From an optimization exercise on the open Yosys and OpenROAD flow, aimed at small area, a short achievable clock period and few clock cycles per item; shortcuts taken in it are not production practice.
In this exercise RTL edits were held to simulation tests only and were not proved equivalent to the original.

==> flow/design.v (outline; a module is shown in full before it is edited, if it fits) <==
// module mon_thresh: 55 lines
// module mon_post: 376 lines
// module mon_dcb: 26 lines
// module mon_mul: 908 lines
// module mon_eng: 53 lines
module mon_post (
    input  wire               clk,
    input  wire               rst,
    input  wire               in_valid,
    output wire               in_ready,
    input  wire [4:0]         in_ch,
    input  wire signed [27:0] in_x,
    input  wire               in_ovf,
    input  wire               in_clip,
    input  wire               in_settle,
    input  wire               in_sharp,
    input  wire               in_clear,
    input  wire               in_enable,
    input  wire [2:0]         cfg_sh2,
    input  wire               cfg_dcb_en,
    input  wire               cfg_dcb_freeze,
    input  wire [4:0]         cfg_dcb_k,
    input  wire signed [31:0] cfg_gain,
    input  wire signed [31:0] cfg_offset,
    input  wire               cfg_tha_en,
    input  wire               cfg_tha_dir,
    input  wire [7:0]         cfg_tha_dwell,
    input  wire [15:0]        cfg_tha_hyst,
    input  wire signed [31:0] cfg_tha_level,
    input  wire               cfg_thb_en,
    input  wire               cfg_thb_dir,
    input  wire [7:0]         cfg_thb_dwell,
    input  wire [15:0]        cfg_thb_hyst,
    input  wire signed [31:0] cfg_thb_level,
    input  wire [15:0]        therm_warn,
    input  wire [15:0]        therm_alarm,
    input  wire [15:0]        therm_shut,
    input  wire [7:0]         therm_hyst,
    input  wire [7:0]         therm_dwell,
    output reg                out_valid,
    output reg  [4:0]         out_ch,
    output reg  [31:0]        out_eng,
    output reg  [23:0]        out_y,
    output reg  [5:0]         out_flags,
    output reg                out_evt_a,
    output reg                out_evt_b,
    output reg  [1:0]         out_tha_state,
    output reg  [1:0]         out_thb_state,
    output reg  [5:0]         out_uns_left,
    output reg  [2:0]         out_therm_set,
    output reg  [1:0]         out_therm_level
);
  // ...
==> flow/flow/run.sh <==
#!/bin/bash
# The standard layout (the standard.sh, unchanged), with timing repair
# asked to leave this much setup slack on every path, so that it works on the
# paths that set the period this design reaches. The clock and constraints
# are the design's. ORFS writes each tool's log under orfs/logs/.
export SETUP_SLACK_MARGIN=17.8
bash standard.sh > standard.log 2>&1
==> flow/standard.sh <==
#!/bin/bash
# synth_recipe.tcl (not shown) runs the flow's synth.tcl, then flattens the netlist and writes it again
# the make line also repeats each setting of config.mk as NAME=value (left out here)
make -C /OpenROAD-flow-scripts/flow DESIGN_CONFIG=/design/flow/config.mk WORK_HOME=/design/flow/orfs CLKGATE_MAP_FILE= SYNTH_SCRIPT=/design/flow/synth_recipe.tcl "${@:-finish}"
==> flow/config.mk <==
export PLATFORM = sky130hd
export DESIGN_NAME = mon_post
export DESIGN_NICKNAME = mon_post
export VERILOG_FILES = /design/flow/design.v
export SDC_FILE = /design/flow/constraint.sdc
export NUM_CORES = 4
export LEC_CHECK = 0
export CAP_MARGIN = 20
export CORE_MARGIN = 2
export CORE_UTILIZATION = 40
export CTS_CLUSTER_DIAMETER = 60
export CTS_CLUSTER_SIZE = 22
export PLACE_DENSITY = 0.5
export SLEW_MARGIN = 20
export SYNTH_HIERARCHICAL = 1
==> flow/constraint.sdc <==
create_clock -name core_clock -period 24.0 [get_ports {clk}]
set_input_delay 4.8000 -clock core_clock [delete_from_list [all_inputs] [get_ports {clk}]]
set_output_delay 4.8000 -clock core_clock [all_outputs]
set_load 0.01 [all_outputs]
==> flow_summary.toml, run 1 <==
[run_status]
status = "no timing/DRC/antenna violations"

[final_layout]
largest_reg_flops = 288
n_antenna_cell = 10
multi_input_area_um2 = 46800
top_register = "dcb_m"
nNonClkInverters = 757
mostFrequentLayoutCells = "edfxtp_1 (1152), dfxtp_1 (1107), a22oi_1 (806)"
nNetsFinal = 10600
fillerInstances = 24800

[timing]
final_max_slew_viol_count = 0
period_minus_slack_ns = 6.23
final_hold_viol_count = 0
worst_slew_pin_slew_ns = 1.36
setup_viol = 0

[worst_setup_path]
crit_slowest_cell = "fa_1"
crit_top_cell = "a21o_1"
r2r_slack_ns = 17.77
worst_r2r_startpoint = "s0_oh[13]"
timing.rr.end = "dcb_m[46]"
arrival_ns = 6.92

[global_route]
grtUsageTotal = 0.246
grt_overflow_total = 0
grt_max_degree = 67
met3_usage = 0.0310

[detailed_routing]
wl_met3_um = 21300
vias_per_cell = 5.65
drt_iter0_markers = 6477

[floorplanning]
boundaryPins = 382
num_rows = 192
die_area_um2 = 278000

[hold_path]
hp-class = "flip-flop to flip-flop"
min_to = "s1_offset[11]"

[placed_design]
pre_cts_slack_ns = 16.36

[clock_tree]
cts_root_buffer = "clkbuf_16"
Testbench counts, summed over its fixed seeds: cycles 32,040, items 32,000.
==> inputs of run 2 (changes only) <==
==> flow/flow/run.sh (replaced) <==
#!/bin/bash
# The standard layout (the standard.sh, unchanged) with two settings:
# - timing repair is asked to leave this much setup slack on every path, so
#   that it works on the paths that set the period this design reaches (the
#   clock and constraints stay the design's);
# - every input and output port still gets its own buffer, but a plain
#   buf_2 rather than the default delay buffer.
# ORFS writes each tool's log under orfs/logs/.
export SETUP_SLACK_MARGIN=17.8
export BUFFER_PORTS_ARGS="-buffer_cell sky130_fd_sc_hd__buf_2"
bash standard.sh > standard.log 2>&1
==> run 2 against run 1 <==
Wire length increased by 0.29%. Die area is the same. Clock skew increased by 0.045 ns. Highest routed layer unchanged. Flip-flop and latch count is the same. Area after synthesis is the same. Largest cell class unchanged. Cell count about the same. Still clean on timing, DRC and antenna.
==> flow_summary.toml, run 2 <==
[floorplanning]
die_height_um = 528
die_w_um = 528
die_area_um2 = 278000
core_area_um2 = 273000
boundaryPins = 382
start_util = 0.402
num_rows = 192

[detailed_routing]
vias_per_cell = 5.64
ant_nets = 0
vias = 74200
drtPass1Iterations = 7
drc_errors = 0
wl_per_cell_um = 26.8
drt_iter0_markers = 6317
wl_um = 353000

[worst_setup_path]
critPathBufInv = 1
rr_worst_depth = 25
crit_family = "flip-flops"
crit_fanout = 1
worst_setup_path_end_kind = "primary output"
timing.rr.end = "dcb_m[286]"
cp_cell_sequence = "buf_6"
cpPeakStageDelay_ns = 0.40
path_depth = 1
worst_r2r_startpoint = "s0_dcb_k[2]"
arrival_ns = 1.44
cp.required_ns = 19.20
worstSetupStartpointType = "flip-flop"
crit_slowest_cell = "dfxtp_4"
crit_type = "flip-flop to primary output"
r2r_slack_ns = 17.98

[placed_design]
port_buffers = 380
hpwl_um = 225000
gp_congestion = 0.878

[clock_tree]
hold_buffers = 0
cts_tree = "done"
clk_pin_slew_worst_paths_ns = 0.08
cts_root_buffer = "clkbuf_16"
cts_max_level = 4
clk_path_buf_depth = 4
cts.sinks = 2343
cts-buffers-inserted = 185
clock_latency_ns = 0.92

[timing]
skew_ns = 0.0980
final_max_slew_viol_count = 0
tns_ns = 0
final_hold_viol_count = 0
setup_viol = 0
relSlewSlack = 0.263
period_share = 0.260
rsz0062_at_grt = "yes"
timing.fmax_ghz = 0.160
period_minus_slack_ns = 6.24
worst_slew_pin_slew_ns = 1.10

[hold_path]
hp-class = "flip-flop to flip-flop"
min-delay-start = "s2_tdwell[5]"
holdPathStages = 0
min_to = "s3_tdwell[5]"

[yosys]
synth_warnings = 10
syn_area_um2 = 110000
synthCells = 9091
avgSynthCellArea_um2 = 12.1

[final_layout]
largest_reg_flops = 288
final_core_util = 0.455
top_register = "dcb_m"
syn_to_final_growth_pct = 13.3
drive_gt1_frac = 0.153
nNetsFinal = 10700
final_common_cell = "edfxtp_1"
mostFrequentLayoutCells = "edfxtp_1 (1152), dfxtp_1 (1107), a22oi_1 (798)"

[global_route]
grt_overflow_total = 0
grt_first_pass_wirelength_um = 512000
antenna_found_initial = 19
grtUsageTotal = 0.248
grt_pass1_vias = 75400
grt_max_degree = 99

[job]
drv_cap = 0

[run_status]
status = "no timing/DRC/antenna violations"
-- run 2: how the worst max path moves through the flow --
stage | from | endpoint | slack, ns
finish | out_eng[29] | out_eng[29] | 17.76
global route | s2_ps[16] | s3_ab_t[1] | 17.66
CTS | s2_cy | s3_ab_t[1] | 17.65
detailed placement | s2_cy | s3_ab_t[1] | 16.22
global placement | s2_cy | s3_ab_t[1] | 16.31
floorplan | cfg_sh2[0] | s0_y[10] | 17.82
-- run 2: worst register-to-register path, cell delays in order (launching register included) --
cell and delay (ns):
dfxtp_1 0.30, buf_4 0.26, nor2_1 0.53, a21oi_1 0.16, and2_1 0.20, ha_1 0.31
a21o_1 0.18, a21oi_2 0.12, nor2b_1 0.06, o21ai_1 0.12, nand2b_1 0.07, a21o_1 0.17
a221o_1 0.39, fa_1 0.51, ha_2 0.19, inv_2 0.04, fa_2 0.37, nor2b_4 0.18
o31ai_4 0.08, a211oi_2 0.29, o21ai_2 0.16, a211oi_2 0.30, nor3_2 0.08, or4_1 0.42
o211ai_1 0.13, nor2b_4 0.24
-- run 2: stage by stage --
step | cell area [um2] | setup slack (ns) | instances | hold WS, ns
detailed placement | 115000 | 16.22 | 12700 | 0.312
finish | 124000 | 17.76 | 13200 | 0.295
global route | 124000 | 17.66 | 13200 | 0.309
CTS | 123000 | 17.65 | 13100 | 0.301
floorplan | 110000 | 17.82 | 9109 | 0.310
global placement | 115000 | 16.31 | 12700 | 0.311
-- run 2: routing by layer --
| layer | wire [um] | global-route usage | vias up |
|---|---|---|---|
| met4 | 11800 | 0.0778 | 6 |
| met2 | 172000 | 0.425 | 2656 |
| met1 | 147000 | 0.324 | 37600 |
| met5 | 33 | 0 | - |
| li1 | - | - | 33300 |
| met3 | 22200 | 0.0316 | 578 |
-- run 2: cell type report --
cell class / count / area, um2
fill: 25000 / 149000
sequential: 2343 / 58600
multi-input combinational: 5450 / 46600
timing repair buffer: 682 / 5160
clock buffer: 207 / 4880
tap: 3589 / 4490
inverter: 755 / 2850
clock inverter: 129 / 1620
antenna: 6 / 15.0
timing repair inverter: 1 / 5.00
-- run 2: timing repair --
item / CTS / global route
buffers inserted: 50 / 46
setup endpoints to repair: 572 / 734
gates cloned: 12 / 5
pin swaps: 15 / 34
gates resized for setup: 218 / 154
==> inputs of run 3 (changes only) <==
--- a/flow/config.mk
+++ b/flow/config.mk
@@ -13,3 +13,4 @@
 export PLACE_DENSITY = 0.5
 export SLEW_MARGIN = 20
 export SYNTH_HIERARCHICAL = 1
+export TNS_END_PERCENT = 0
==> run 3 against run 2 <==
Still clean on timing, DRC and antenna. Worst setup slack worse by 0.029 ns. Final area down 0.70%. Critical path type unchanged. Largest cell class unchanged.
==> flow_summary.toml, run 3 <==
[floorplanning]
boundaryPins = 382
die_w_um = 528
die_height_um = 528
die_area_um2 = 278000
core_area_um2 = 273000
start_util = 0.402
num_rows = 192

[worst_setup_path]
critPathBufInv = 1
crit_family = "flip-flops"
crit_slowest_cell = "dfxtp_2"
cp_cell_sequence = "buf_2"
path_depth = 1
rr_worst_depth = 28
startpoint = "out_eng[27]"
endpoint = "out_eng[27]"
arrival_ns = 1.47
worst_r2r_startpoint = "s0_oh[12]"
crit_type = "flip-flop to primary output"
worstSetupStartpointType = "flip-flop"
worst_setup_path_end_kind = "primary output"
timing.rr.end = "dcb_m[166]"
cp.required_ns = 19.20
r2r_slack_ns = 17.83
cpPeakStageDelay_ns = 0.41
crit_fanout = 1

[detailed_routing]
drtPass1Iterations = 6
vias_per_cell = 5.62
drt_iter0_markers = 6396
wl_per_cell_um = 26.6
wl_um = 350000
drc_errors = 0
ant_nets = 0
vias = 73800

[placed_design]
port_buffers = 380
hpwl_um = 225000
gp_congestion = 0.886
pre_cts_slack_ns = 16.33

[global_route]
grt_overflow_total = 0
grt_pass1_vias = 75300
grt_max_degree = 64
grtUsageTotal = 0.246
antenna_found_initial = 16
grt_first_pass_wirelength_um = 509000

[final_layout]
syn_to_final_growth_pct = 12.5
nNetsFinal = 10600
drive_gt1_frac = 0.141
largest_reg_flops = 288
mostFrequentLayoutCells = "edfxtp_1 (1152), dfxtp_1 (1145), a22oi_1 (806)"
top_register = "dcb_m"
final_common_cell = "edfxtp_1"
final_core_util = 0.452
fillerInstances = 24800

[hold_path]
hp-class = "flip-flop to flip-flop"

[clock_tree]
hold_buffers = 0
clock_latency_ns = 0.93
cts_max_level = 4
clk_path_buf_depth = 4
cts.sinks = 2343
cts-buffers-inserted = 194
cts_root_buffer = "clkbuf_16"
clk_pin_slew_worst_paths_ns = 0.07
cts_tree = "done"

[timing]
fin_ws_ns = 17.73
period_minus_slack_ns = 6.27
final_hold_viol_count = 0
setup_viol = 0
tns_ns = 0
relSlewSlack = 0.241
period_share = 0.261
rsz0062_at_grt = "yes"
skew_ns = 0.109
worst_slew_pin_slew_ns = 1.14
final_max_slew_viol_count = 0
timing.fmax_ghz = 0.159
timing.hold.ws_ns = 0.295

[run_status]
status = "no timing/DRC/antenna violations"

[job]
drv_cap = 0

[yosys]
avgSynthCellArea_um2 = 12.1
syn_area_um2 = 110000
synthCells = 9091
synth_warnings = 10
[run 3: cell count changes in the layout (fill, tap and decap cells not counted), moves of 15 or more]
cell / delta
dfxtp_2: -23
dfxtp_4: -15
dfxtp_1: +38
buf_2: +38
buf_4: -27
buf_6: -41
[run 3: worst min path at each step]
stage / start / end / slack (ns) / depth (start not counted)
final: s2_thb_en / s3_thb_en / 0.30 / 0
after global routing: s3_eng[27] / out_eng[27] / 0.31 / 0
after CTS: s1_init / s2_init / 0.31 / 0
after detailed placement: s2_init / s3_init / 0.31 / 0
after global placement: s0_shut[15] / s1_shut[15] / 0.31 / 0
after floorplan: s3_ch[0] / out_ch[0] / 0.31 / 0
[run 3: metal layers]
| metal | part of all wire | wire length [um] | global-route usage | vias to the layer above |
|---|---|---|---|---|
| li1 | - | - | - | 33300 |
| met1 | 0.42 | 148000 | 0.323 | 37400 |
| met2 | 0.48 | 170000 | 0.418 | 2497 |
| met3 | 0.061 | 21200 | 0.0359 | 571 |
| met4 | 0.032 | 11200 | 0.0739 | 4 |
| met5 | 0.000077 | 27 | 0 | - |
[run 3: final cells by class]
class	count	area, um2	share of cell area
Antenna cell	8	20.0	0.000162
Clock buffer	218	5090	0.0412
Clock inverter	137	1760	0.0143
Inverter	755	2850	0.0231
Multi-Input combinational cell	5448	46300	0.375
Sequential cell	2343	58500	0.474
Tap cell	3589	4490	0.0364
Timing Repair Buffer	634	4380	0.0355
Timing Repair inverter	1	5.00	0.0000406
[run 3: what timing repair did]
| action | 4_1_cts | 5_1_grt |
|---|---|---|
| buffers inserted | 31 | 13 |
| endpoints found under the hold margin | 0 | 0 |
| endpoints found under the setup margin | 505 | 784 |
| pin swaps | 3 | 14 |
| resized for setup | 108 | 67 |
| gates cloned | 12 | 3 |
[run 3: per-stage QoR]
step | area (um2) | std cells
floorplan | 110000 | 9109
global route | 123000 | 13100
finish | 123000 | 13100
global placement | 115000 | 12700
CTS | 123000 | 13100
detailed placement | 115000 | 12700
==> inputs of run 4 (changes only) <==
--- a/flow/flow/run.sh
+++ b/flow/flow/run.sh
@@ -6,6 +6,6 @@
 # - every input and output port still gets its own buffer, but a plain
 #   buf_2 rather than the default delay buffer.
 # ORFS writes each tool's log under orfs/logs/.
-export SETUP_SLACK_MARGIN=17.8
+export SETUP_SLACK_MARGIN=17.9
 export BUFFER_PORTS_ARGS="-buffer_cell sky130_fd_sc_hd__buf_2"
 bash standard.sh > standard.log 2>&1
==> run 4 against run 3 <==
Still clean on timing, DRC and antenna. Worst setup slack better by 0.037 ns. Non-clock buffer count grew 24. Clock skew down 0.062 ns. Critical path type unchanged. Largest cell class unchanged.
==> flow_summary.toml, run 4 <==
[global_route]
grt_max_degree = 67
grt_overflow_total = 0
grt_first_pass_wirelength_um = 507000
grt_pass1_vias = 75300
grtUsageTotal = 0.245
antenna_found_initial = 22

[worst_setup_path]
crit_family = "flip-flops"
timing.rr.end = "s2_cy"
r2r_slack_ns = 17.88
crit_slowest_cell = "dfxtp_2"
startpoint = "out_eng[26]"
cp_cell_sequence = "buf_2"
worst_setup_path_end_kind = "primary output"
critPathBufInv = 1
cp.required_ns = 19.20
crit_fanout = 1
cpPeakStageDelay_ns = 0.42
worst_r2r_startpoint = "s1_yp[9]"
worstSetupStartpointType = "flip-flop"
path_depth = 1
endpoint = "out_eng[26]"
rr_worst_depth = 17
crit_type = "flip-flop to primary output"
arrival_ns = 1.44

[clock_tree]
cts_root_buffer = "clkbuf_16"
clk_path_buf_depth = 4
cts.sinks = 2343
clock_latency_ns = 0.90
cts-buffers-inserted = 187
cts_tree = "done"
cts_max_level = 4
clk_pin_slew_worst_paths_ns = 0.08

[placed_design]
hpwl_um = 226000
gp_congestion = 0.885
port_buffers = 380

[floorplanning]
num_rows = 192
core_area_um2 = 273000
die_area_um2 = 278000
boundaryPins = 382
die_w_um = 528
die_height_um = 528
start_util = 0.402

[timing]
setup_viol = 0
timing.fmax_ghz = 0.160
final_max_slew_viol_count = 0
rsz0062_at_grt = "yes"
relSlewSlack = 0.218
period_minus_slack_ns = 6.24
period_share = 0.260
skew_ns = 0.0477
tns_ns = 0
final_hold_viol_count = 0
worst_slew_pin_slew_ns = 1.17

[detailed_routing]
drt_iter0_markers = 6190
highest_layer = "met5"
wl_met3_um = 21400
ant_nets = 0
vias = 73800
met1_length_um = 147000
drc_errors = 0
wl_um = 351000
dr_wl_met2_um = 170000
drtPass1Iterations = 6
wl_per_cell_um = 26.7
vias_per_cell = 5.62

[final_layout]
mostFrequentLayoutCells = "edfxtp_1 (1152), dfxtp_1 (1143), a22oi_1 (804)"
final_common_cell = "edfxtp_1"
nNetsFinal = 10600
top_register = "dcb_m"
syn_to_final_growth_pct = 12.6
drive_gt1_frac = 0.143
largest_reg_flops = 288

[run_status]
status = "no timing/DRC/antenna violations"

[hold_path]
hp-class = "flip-flop to flip-flop"

[yosys]
synthCells = 9091
synth_warnings = 10
avgSynthCellArea_um2 = 12.1
syn_area_um2 = 110000

[job]
drv_cap = 0
run 4: worst min-delay path by stage:
stage | from | to | depth (start not counted)
global placement | s1_thb_dwell[6] | s2_thb_dwell[6] | 0
global route | s0_tha_hyst[6] | s1_tha_hyst[6] | 0
finish | s0_tha_hyst[6] | s1_tha_hyst[6] | 0
floorplan | s3_ch[0] | out_ch[0] | 0
CTS | s0_tha_hyst[6] | s1_tha_hyst[6] | 0
detailed placement | s2_y[21] | s3_y[21] | 0
run 4: final cells by class:
class	count	area, um2
antenna	8	20.0
clock buffer	211	5030
inverter	755	2850
timing repair inverter	2	10.0
tap	3589	4490
fill	25000	150000
clock inverter	123	1550
multi-input combinational	5447	46400
timing repair buffer	658	4600
sequential	2343	58500
run 4: what timing repair did:
item / 4_1_cts / 5_1_grt
gates resized for setup: 98 / 112
pin swaps: 5 / 19
buffers inserted: 30 / 39
gates cloned: 10 / 4
hold buffers: 0 / 0
endpoints found under the setup margin: 630 / 994
run 4: stage by stage:
| step | cells | utilization | cell area [um2] | worst slack (ns) | hold slack, ns |
|---|---|---|---|---|---|
| floorplan | 9109 | - | 110000 | 17.87 | 0.310 |
| global placement | 12700 | 0.422 | 115000 | 16.66 | 0.311 |
| detailed placement | 12700 | 0.422 | 115000 | 16.54 | 0.312 |
| CTS | 13100 | 0.449 | 123000 | 17.63 | 0.309 |
| global route | 13100 | 0.452 | 123000 | 17.66 | 0.315 |
| finish | 13100 | 0.452 | 123000 | 17.76 | 0.303 |
run 4: routing by layer:
layer,vias up,track usage
met1,37400,0.320
met3,566,0.0341
met2,2570,0.418
met5,-,0
li1,33300,-
met4,4,0.0777
==> inputs of run 5 (changes only) <==
==> flow/config.mk (replaced) <==
export PLATFORM = sky130hd
export DESIGN_NAME = mon_post
export DESIGN_NICKNAME = mon_post
export VERILOG_FILES = /design/flow/design.v
export SDC_FILE = /design/flow/constraint.sdc
export NUM_CORES = 4
export LEC_CHECK = 0
export CAP_MARGIN = 20
export CORE_MARGIN = 2
export CORE_UTILIZATION = 45
export PLACE_DENSITY = 0.55
export SLEW_MARGIN = 20
export SYNTH_HIERARCHICAL = 1
==> run 5 against run 4 <==
Largest cell class unchanged. Worst setup slack improved by 0.053 ns. Via count grew 2.0%. Worst hold slack got worse by 0.018 ns. Critical path depth unchanged. Cell count decreased by 1.6%. Sequential share of layout area shrank 0.86 points. Wire length fell by 1.9%. Still clean. Maximum frequency up 0.85%.
==> flow_summary.toml, run 5 <==
[placed_design]
gp_congestion = 0.902
port_buffers = 380
place_inst = 12300
dpl_cell_area_um2 = 115000
hpwl_um = 218000

[worst_setup_path]
crit_fanout = 1
worst_r2r_startpoint = "s0_oh[13]"
worst_setup_path_end_kind = "primary output"
cp.required_ns = 19.20
crit_slowest_cell = "dfxtp_4"
crit_family = "flip-flops"
path_depth = 1
cp_cell_sequence = "buf_6"
crit_type = "flip-flop to primary output"
cpPeakStageDelay_ns = 0.36
r2r_slack_ns = 17.97
rr_worst_depth = 28
startpoint = "out_eng[29]"
critPathBufInv = 1
arrival_ns = 1.38
endpoint = "out_eng[29]"
worstSetupStartpointType = "flip-flop"
timing.rr.end = "dcb_m[214]"

[clock_tree]
cts.sinks = 2343
cts-buffers-inserted = 238
cts_root_buffer = "clkbuf_16"
cts_tree = "done"
clk_pin_slew_worst_paths_ns = 0.06
clk_path_buf_depth = 3
clock_latency_ns = 0.90
cts_max_level = 4

[final_layout]
fin_area_um2 = 126000
final_core_util = 0.519
nNetsFinal = 10700
final_common_cell = "edfxtp_1"
drive_gt1_frac = 0.160
top_register = "dcb_m"
mostFrequentLayoutCells = "edfxtp_1 (1152), dfxtp_1 (1103), a22oi_1 (799)"
final_cells = 12900
largest_reg_flops = 288
syn_to_final_growth_pct = 14.8

[detailed_routing]
vias = 75300
highest_layer = "met5"
ant_nets = 0
vias_per_cell = 5.83
dr_wl_met2_um = 164000
wl_per_cell_um = 26.6
drt_iter0_markers = 6773
wl_met3_um = 26400
met1_length_um = 138000
drc_errors = 0
drtPass1Iterations = 5
wl_um = 344000

[floorplanning]
start_util = 0.452
core_area_um2 = 243000
num_rows = 181
die_area_um2 = 248000
die_w_um = 498
boundaryPins = 382
die_height_um = 498

[yosys]
synthCells = 9091
avgSynthCellArea_um2 = 12.1
syn_area_um2 = 110000
synth_warnings = 10

[timing]
worst_slew_pin_slew_ns = 1.17
setup_viol = 0
rsz0062_at_grt = "yes"
period_share = 0.258
skew_ns = 0.0603
tns_ns = 0
timing.fmax_ghz = 0.162
relSlewSlack = 0.217
final_max_slew_viol_count = 0
period_minus_slack_ns = 6.18
final_hold_viol_count = 0

[global_route]
grt_pass1_vias = 75200
grt_max_degree = 100
antenna_found_initial = 28
grt_first_pass_wirelength_um = 498000
grtUsageTotal = 0.270
grt_overflow_total = 0

[hold_path]
holdPathStages = 0
hp-class = "flip-flop to flip-flop"

[run_status]
status = "no timing/DRC/antenna violations"

[job]
drv_cap = 0
==> run 5: final cells by class <==
type | count | area [um2]
tap | 3202 | 4010
clock inverter | 118 | 1380
inverter | 755 | 2850
multi-input combinational | 5452 | 46700
timing repair inverter | 2 | 10.0
sequential | 2343 | 58600
clock buffer | 334 | 6890
fill | 21000 | 117000
timing repair buffer | 710 | 5450
antenna | 8 | 20.0
==> run 5: worst min-delay path by stage <==
stage | start | to | slack (ns)
global route | s0_tdwell[1] | s1_tdwell[1] | 0.30
finish | s0_tdwell[1] | s1_tdwell[1] | 0.28
global placement | s0_gain[4] | s1_gain[4] | 0.31
floorplan | s3_ch[0] | out_ch[0] | 0.31
CTS | s0_tdwell[1] | s1_tdwell[1] | 0.29
detailed placement | s0_offset[0] | s1_offset[0] | 0.31
==> run 5: repair_timing <==
action	4_1_cts	5_1_grt
setup buffers	66	45
hold buffers	0	0
cloned	14	6
gates resized for setup	231	165
pin swaps	11	33
setup endpoints to repair	629	978
==> run 5: per-stage QoR <==
step                worst slack (ns)  hold slack, ns
floorplan                      17.90           0.310
global placement               16.73           0.310
detailed placement             16.66           0.312
CTS                            17.75           0.288
global route                   17.70           0.300
finish                         17.82           0.285
==> run 5: metal layers <==
metal | vias to the layer above | global-route usage
li1 | 33600 | -
met1 | 37900 | 0.350
met2 | 3149 | 0.448
met3 | 721 | 0.0454
met4 | 6 | 0.111
met5 | - | 0
==> inputs of run 6 (changes only) <==
--- a/flow/flow/run.sh
+++ b/flow/flow/run.sh
@@ -6,6 +6,6 @@
 # - every input and output port still gets its own buffer, but a plain
 #   buf_2 rather than the default delay buffer.
 # ORFS writes each tool's log under orfs/logs/.
-export SETUP_SLACK_MARGIN=17.9
+export SETUP_SLACK_MARGIN=17.75
 export BUFFER_PORTS_ARGS="-buffer_cell sky130_fd_sc_hd__buf_2"
 bash standard.sh > standard.log 2>&1
--- a/flow/config.mk
+++ b/flow/config.mk
@@ -7,7 +7,7 @@
 export LEC_CHECK = 0
 export CAP_MARGIN = 20
 export CORE_MARGIN = 2
-export CORE_UTILIZATION = 45
-export PLACE_DENSITY = 0.55
+export CORE_UTILIZATION = 52
+export PLACE_DENSITY = 0.62
 export SLEW_MARGIN = 20
 export SYNTH_HIERARCHICAL = 1
==> run 6 against run 5 <==
Clock skew is 0.021 ns higher. Global-route usage grew 2.9 points. Via count grew 0.28%. Sequential share of layout area increased by 0.57 points. Critical path type unchanged. Worst hold slack got worse by 0.00099 ns. Count of clock-buffer cells in the layout shrank 45. Final area shrank 1.3%.
==> flow_summary.toml, run 6 <==
[run_status]
status = "no timing/DRC/antenna violations"

[yosys]
synth_warnings = 10
avgSynthCellArea_um2 = 12.1
synthCells = 9091
syn_area_um2 = 110000

[placed_design]
gp_congestion = 0.912
hpwl_um = 210000
port_buffers = 380

[worst_setup_path]
worst_r2r_startpoint = "s2_cy"
crit_slowest_cell = "dfxtp_2"
cp.required_ns = 19.20
worstSetupStartpointType = "flip-flop"
cp_cell_sequence = "buf_2"
crit_family = "flip-flops"
arrival_ns = 1.41
timing.rr.end = "s3_bl_a"
r2r_slack_ns = 17.85
rr_worst_depth = 22
crit_fanout = 1
cpPeakStageDelay_ns = 0.39
crit_type = "flip-flop to primary output"
worst_setup_path_end_kind = "primary output"
critPathBufInv = 1
path_depth = 1

[floorplanning]
num_rows = 168
boundaryPins = 382
die_height_um = 463
core_area_um2 = 210000
die_area_um2 = 215000
start_util = 0.523
die_w_um = 463

[hold_path]
min-delay-start = "s2_tdwell[4]"
holdPathStages = 0
min_to = "s3_tdwell[4]"
hp-class = "flip-flop to flip-flop"

[detailed_routing]
vias_per_cell = 6.05
vias = 75500
drtPass1Iterations = 6
wl_um = 328000
drt_iter0_markers = 7930
drc_errors = 0
ant_nets = 0
wl_per_cell_um = 26.3

[final_layout]
mostFrequentLayoutCells = "edfxtp_1 (1152), dfxtp_1 (1142), a22oi_1 (804)"
syn_to_final_growth_pct = 13.3
largest_reg_flops = 288
final_common_cell = "edfxtp_1"
top_register = "dcb_m"
drive_gt1_frac = 0.153
nNetsFinal = 10700

[global_route]
grt_max_degree = 69
grt_overflow_total = 0
grt_pass1_vias = 75900
grt_first_pass_wirelength_um = 481000
antenna_found_initial = 18
grtUsageTotal = 0.298

[clock_tree]
hold_buffers = 0
clk_pin_slew_worst_paths_ns = 0.06
clk_path_buf_depth = 3
cts-buffers-inserted = 225
cts.sinks = 2343
cts_tree = "done"
cts_root_buffer = "clkbuf_16"
cts_max_level = 4
clock_latency_ns = 0.91

[timing]
timing.hold.ws_ns = 0.284
skew_ns = 0.0810
rsz0062_at_grt = "yes"
timing.fmax_ghz = 0.161
period_minus_slack_ns = 6.21
setup_viol = 0
final_max_slew_viol_count = 0
period_share = 0.259
worst_slew_pin_slew_ns = 1.14
tns_ns = 0
relSlewSlack = 0.242
final_hold_viol_count = 0

[job]
drv_cap = 0
-- run 6: worst max path at each step --
| stage | start | endpoint | slack, ns |
|---|---|---|---|
| 2_1_floorplan | cfg_sh2[0] | s0_y[10] | 17.71 |
| 3_3_place_gp | s2_ps[22] | s3_bl_a | 16.40 |
| 3_5_place_dp | s2_ps[22] | s3_bl_a | 16.40 |
| 4_1_cts | s2_cy | s3_bl_a | 17.64 |
| 5_1_grt | s2_ps[2] | s3_bl_a | 17.65 |
| 6_report | out_eng[16] | out_eng[16] | 17.79 |
-- run 6: routing by layer --
layer | GRT usage | vias to the layer above | routed length, um
li1 | - | 33500 | -
met1 | 0.389 | 37600 | 130000
met2 | 0.497 | 3663 | 157000
met3 | 0.0513 | 769 | 27500
met4 | 0.116 | 6 | 13800
met5 | 0 | - | 43
-- run 6: cell type report --
| class | instances | area, um2 |
|---|---|---|
| flip-flops and latches | 2343 | 58600 |
| repair buffers | 690 | 4830 |
| clock buffers | 289 | 6200 |
| diodes | 8 | 20.0 |
| clock inverters | 136 | 1620 |
| well taps | 2805 | 3510 |
| multi-input cells | 5448 | 46700 |
| repair inverters | 2 | 10.0 |
| inverters | 755 | 2860 |
| fillers | 16900 | 85300 |
-- run 6: what timing repair did --
action	CTS	global route
resized for setup	167	141
gates cloned	10	4
pin swaps	6	39
buffers inserted	48	54
setup endpoints to repair	629	762
-- run 6: metrics by stage --
| stage | setup slack, ns | instances | utilization | cell area [um2] |
|---|---|---|---|---|
| finish | 17.79 | 12500 | 0.593 | 124000 |
| global route | 17.65 | 12500 | 0.593 | 124000 |
| CTS | 17.64 | 12400 | 0.588 | 123000 |
| detailed placement | 16.40 | 11900 | 0.545 | 114000 |
| global placement | 16.40 | 11900 | 0.545 | 114000 |
| floorplan | 17.71 | 9109 | - | 110000 |
==> inputs of run 7 (changes only) <==
--- a/flow/flow/run.sh
+++ b/flow/flow/run.sh
@@ -6,6 +6,6 @@
 # - every input and output port still gets its own buffer, but a plain
 #   buf_2 rather than the default delay buffer.
 # ORFS writes each tool's log under orfs/logs/.
-export SETUP_SLACK_MARGIN=17.75
+export SETUP_SLACK_MARGIN=17.8
 export BUFFER_PORTS_ARGS="-buffer_cell sky130_fd_sc_hd__buf_2"
 bash standard.sh > standard.log 2>&1
--- a/flow/config.mk
+++ b/flow/config.mk
@@ -7,7 +7,10 @@
 export LEC_CHECK = 0
 export CAP_MARGIN = 20
 export CORE_MARGIN = 2
-export CORE_UTILIZATION = 52
-export PLACE_DENSITY = 0.62
+export CORE_UTILIZATION = 40
+export CTS_CLUSTER_DIAMETER = 65
+export CTS_CLUSTER_SIZE = 25
+export PLACE_DENSITY = 0.5
 export SLEW_MARGIN = 20
 export SYNTH_HIERARCHICAL = 1
+export TNS_END_PERCENT = 0
==> run 7 against run 6 <==
Still clean on timing, DRC and antenna. Global-route usage down 5.4 points. Register-to-register slack hardly changed. Via count shrank 2.4%. Non-clock buffer count down 46. Synthesized cell count unchanged. Worst hold slack gained 0.0095 ns. Flip-flop and latch count is the same. Largest cell class unchanged.
==> flow_summary.toml, run 7 <==
[global_route]
grtUsageTotal = 0.245
grt_first_pass_wirelength_um = 507000
grt_max_degree = 64
antenna_found_initial = 15
grt_overflow_total = 0
grt_pass1_vias = 74900

[final_layout]
regArea_um2 = 58500
fin_area_um2 = 122000
top_register = "dcb_m"
mostFrequentLayoutCells = "edfxtp_1 (1152), dfxtp_1 (1145), a22oi_1 (806)"
final_core_util = 0.448
syn_to_final_growth_pct = 11.6
drive_gt1_frac = 0.136
final_common_cell = "edfxtp_1"
nNetsFinal = 10600
largest_reg_flops = 288
multi_input_area_um2 = 46300
fillerInstances = 24800

[timing]
timing.fmax_ghz = 0.159
rsz0062_at_grt = "yes"
period_share = 0.262
worst_slew_pin_slew_ns = 1.13
final_max_slew_viol_count = 0
final_hold_viol_count = 0
skew_ns = 0.101
tns_ns = 0
period_minus_slack_ns = 6.29
relSlewSlack = 0.249
setup_viol = 0

[clock_tree]
cts_max_level = 4
clock_latency_ns = 0.92
clk_path_buf_depth = 4
cts.sinks = 2343
cts_root_buffer = "clkbuf_16"
hold_buffers = 0
cts-buffers-inserted = 160
cts_tree = "done"
clk_pin_slew_worst_paths_ns = 0.09

[worst_setup_path]
crit_fanout = 1
crit_slowest_cell = "dfxtp_1"
crit_type = "flip-flop to primary output"
critPathBufInv = 1
cpPeakStageDelay_ns = 0.41
arrival_ns = 1.49
worst_setup_path_end_kind = "primary output"
cp.required_ns = 19.20
cp_cell_sequence = "buf_2"
crit_family = "flip-flops"
worstSetupStartpointType = "flip-flop"

[detailed_routing]
drc_errors = 0
vias_per_cell = 5.64
ant_nets = 0
vias = 73700
wl_um = 349000
wl_per_cell_um = 26.7
drtPass1Iterations = 6
drt_iter0_markers = 6610

[run_status]
status = "no timing/DRC/antenna violations"

[yosys]
synthCells = 9091
avgSynthCellArea_um2 = 12.1
synth_warnings = 10
syn_area_um2 = 110000

[floorplanning]
start_util = 0.402
die_area_um2 = 278000
num_rows = 192
die_height_um = 528
core_area_um2 = 273000
boundaryPins = 382
die_w_um = 528

[placed_design]
dpl_cell_area_um2 = 115000
gp_congestion = 0.886
hpwl_um = 225000
port_buffers = 380

[job]
drv_cap = 0

[hold_path]
hp-class = "flip-flop to flip-flop"
[run 7: through the flow]
stage          cells  worst slack (ns)  hold slack, ns
6_report       13100             17.71           0.293
5_1_grt        13100             17.57           0.312
4_1_cts        13000             17.63           0.295
3_5_place_dp   12700             16.33           0.312
3_3_place_gp   12700             16.38           0.310
2_1_floorplan   9109             17.71           0.310
[run 7: per-layer routing]
layer  vias to the layer above  share of wire  track usage
li1                      33200              -            -
met1                     37400           0.42        0.323
met2                      2564           0.48        0.416
met3                       548          0.065       0.0350
met4                         4          0.032       0.0714
met5                         -       0.000074            0
[run 7: path summary, 6_finish.rpt]
check	to	start	slack, ns	depth (start not counted)
worst max-delay path	out_eng[19]	out_eng[19]	17.71	1
worst min-delay path	s3_uns	s2_uns	0.29	0
worst max register to register	dcb_m[238]	s0_oh[19]	17.86	29
worst min register to register	s3_uns	s2_uns	0.29	0
[run 7: final cells by class]
| type | instances | share of cell area |
|---|---|---|
| well taps | 3589 | 0.0367 |
| inverters | 755 | 0.0233 |
| repair buffers | 644 | 0.0365 |
| repair inverters | 1 | 0.0000409 |
| multi-input cells | 5448 | 0.379 |
| clock inverters | 112 | 0.0127 |
| clock buffers | 174 | 0.0338 |
| flip-flops and latches | 2343 | 0.478 |
| diodes | 6 | 0.000123 |
[run 7: repair_timing]
| action | in CTS | in global routing |
|---|---|---|
| pin swaps | 3 | 18 |
| gates cloned | 12 | 3 |
| endpoints found under the setup margin | 501 | 786 |
| setup buffers | 22 | 32 |
| gates resized for setup | 102 | 83 |
==> inputs of run 8 (changes only) <==
--- a/flow/flow/run.sh
+++ b/flow/flow/run.sh
@@ -6,6 +6,6 @@
 # - every input and output port still gets its own buffer, but a plain
 #   buf_2 rather than the default delay buffer.
 # ORFS writes each tool's log under orfs/logs/.
-export SETUP_SLACK_MARGIN=17.8
+export SETUP_SLACK_MARGIN=17.9
 export BUFFER_PORTS_ARGS="-buffer_cell sky130_fd_sc_hd__buf_2"
 bash standard.sh > standard.log 2>&1
==> run 8 against run 7 <==
Still clean. Critical path depth did not move. Die area stayed put. Register-to-register slack better by 0.04 ns. Area after synthesis unchanged. Clock skew down 0.027 ns. Cell count is 0.13% higher. Global-route usage about the same. Worst setup slack improved by 0.057 ns. Critical path type unchanged.
==> flow_summary.toml, run 8 <==
[final_layout]
mostFrequentLayoutCells = "edfxtp_1 (1152), dfxtp_1 (1144), a22oi_1 (806)"
largest_reg_flops = 288
top_register = "dcb_m"
syn_to_final_growth_pct = 11.8
fillerInstances = 25100
drive_gt1_frac = 0.137
final_cells = 13100
final_common_cell = "edfxtp_1"
nNetsFinal = 10600

[clock_tree]
cts-buffers-inserted = 163
cts_tree = "done"
hold_buffers = 0
clk_pin_slew_worst_paths_ns = 0.09
clock_latency_ns = 0.92
cts_max_level = 4
cts.sinks = 2343
cts_root_buffer = "clkbuf_16"
clk_path_buf_depth = 4

[detailed_routing]
drc_errors = 0
wl_met3_um = 20900
met1_length_um = 147000
vias = 73600
wl_um = 350000
ant_nets = 0
wl_per_cell_um = 26.7
drt_iter0_markers = 6266
drtPass1Iterations = 5
dr_wl_met2_um = 170000
highest_layer = "met5"
vias_per_cell = 5.63

[timing]
tns_ns = 0
worst_slew_pin_slew_ns = 1.17
relSlewSlack = 0.219
fin_ws_ns = 17.76
timing.fmax_ghz = 0.160
period_share = 0.260
final_hold_viol_count = 0
setup_viol = 0
rsz0062_at_grt = "yes"
period_minus_slack_ns = 6.24
final_max_slew_viol_count = 0
skew_ns = 0.0743

[worst_setup_path]
crit_family = "flip-flops"
arrival_ns = 1.44
critPathBufInv = 1
crit_type = "flip-flop to primary output"
worst_setup_path_end_kind = "primary output"
crit_fanout = 1
worstSetupStartpointType = "flip-flop"
cpPeakStageDelay_ns = 0.39
cp_cell_sequence = "buf_2"
cp.required_ns = 19.20
crit_slowest_cell = "dfxtp_2"

[global_route]
antenna_found_initial = 22
grt_first_pass_wirelength_um = 506000
grt_max_degree = 67
grtUsageTotal = 0.245
grt_pass1_vias = 75100
grt_overflow_total = 0

[yosys]
synth_warnings = 10
synthCells = 9091
avgSynthCellArea_um2 = 12.1
syn_area_um2 = 110000

[floorplanning]
start_util = 0.402
die_height_um = 528
die_w_um = 528
num_rows = 192
die_area_um2 = 278000
boundaryPins = 382
core_area_um2 = 273000

[run_status]
status = "no timing/DRC/antenna violations"

[placed_design]
port_buffers = 380
hpwl_um = 226000
gp_congestion = 0.885
place_inst = 12700
pre_cts_slack_ns = 16.54

[hold_path]
hp-class = "flip-flop to flip-flop"

[job]
drv_cap = 0
-- run 8: per-stage QoR --
step           hold WS (ns)   util  area (um2)
2_1_floorplan         0.310      -      110000
3_3_place_gp          0.311  0.422      115000
3_5_place_dp          0.312  0.422      115000
4_1_cts               0.284  0.446      122000
5_1_grt               0.282  0.449      123000
6_report              0.278  0.449      123000
-- run 8: layout make-up --
cell class                 instances  area, um2  area share
antenna                            9       22.5    0.000184
clock buffer                     192       4380      0.0357
clock inverter                   103       1470      0.0119
inverter                         755       2850      0.0232
multi-input combinational       5447      46400       0.378
sequential                      2343      58500       0.477
tap                             3589       4490      0.0366
timing repair buffer             649       4500      0.0367
timing repair inverter             2       10.0   0.0000816
-- run 8: per-layer routing --
layer,global-route usage,vias up
li1,-,33200
met1,0.321,37400
met2,0.418,2518
met3,0.0326,539
met4,0.0785,4
met5,0,-
-- run 8: path summary, 6_finish.rpt --
kind              slack, ns  depth (start not counted)           to   startpoint
setup / recovery      17.76                          1  out_eng[29]  out_eng[29]
hold / removal         0.28                          0  out_eng[19]   s3_eng[19]
setup reg to reg      17.90                         16        s2_cy     s1_yp[9]
hold reg to reg        0.28                          0  out_eng[19]   s3_eng[19]
-- run 8: what timing repair did --
action	CTS	global route
gates cloned	10	4
resized for setup	92	106
setup endpoints to repair	620	977
pin swaps	4	15
setup buffers	33	27

[separate check: timing with driven ports]
The results above use ideal ports. As a check the final layouts listed here were re-extracted and re-timed, cells and wires unchanged. Step 1 assumes that a clkbuf_16 drives the clock port and a buf_2 every other input. Step 2 times the ports against the registers' clock, not the clock port: input delays grow and output delays shrink by t, the midpoint of the rising clock arrivals with the driver on. Three values: ideal, step 1, step 2; two values: the first two.
run	shift t [ns]	setup WS [ns]	worst hold slack (ns)
run 1	0.971	17.768 / 17.707 / 16.976	0.298 / 0.298 / 0.298
run 2	0.972	17.757 / 17.661 / 17.113	0.295 / 0.295 / 0.295
run 3	0.985	17.727 / 17.629 / 16.877	0.295 / 0.295 / 0.295
run 4	0.959	17.764 / 17.672 / 17.088	0.303 / 0.303 / 0.303
run 5	0.969	17.817 / 17.724 / 17.144	0.285 / 0.285 / 0.285
run 6	0.974	17.787 / 17.683 / 16.963	0.284 / 0.284 / 0.284
run 7	0.969	17.707 / 17.609 / 16.881	0.293 / 0.293 / 0.293
run 8	0.966	17.765 / 17.672 / 17.080	0.278 / 0.278 / 0.278
After both steps every run listed still meets setup and hold. For run 3, which loses most, drivers alone change the setup slack by -0.098 ns; drivers and shift together by -0.850 ns.
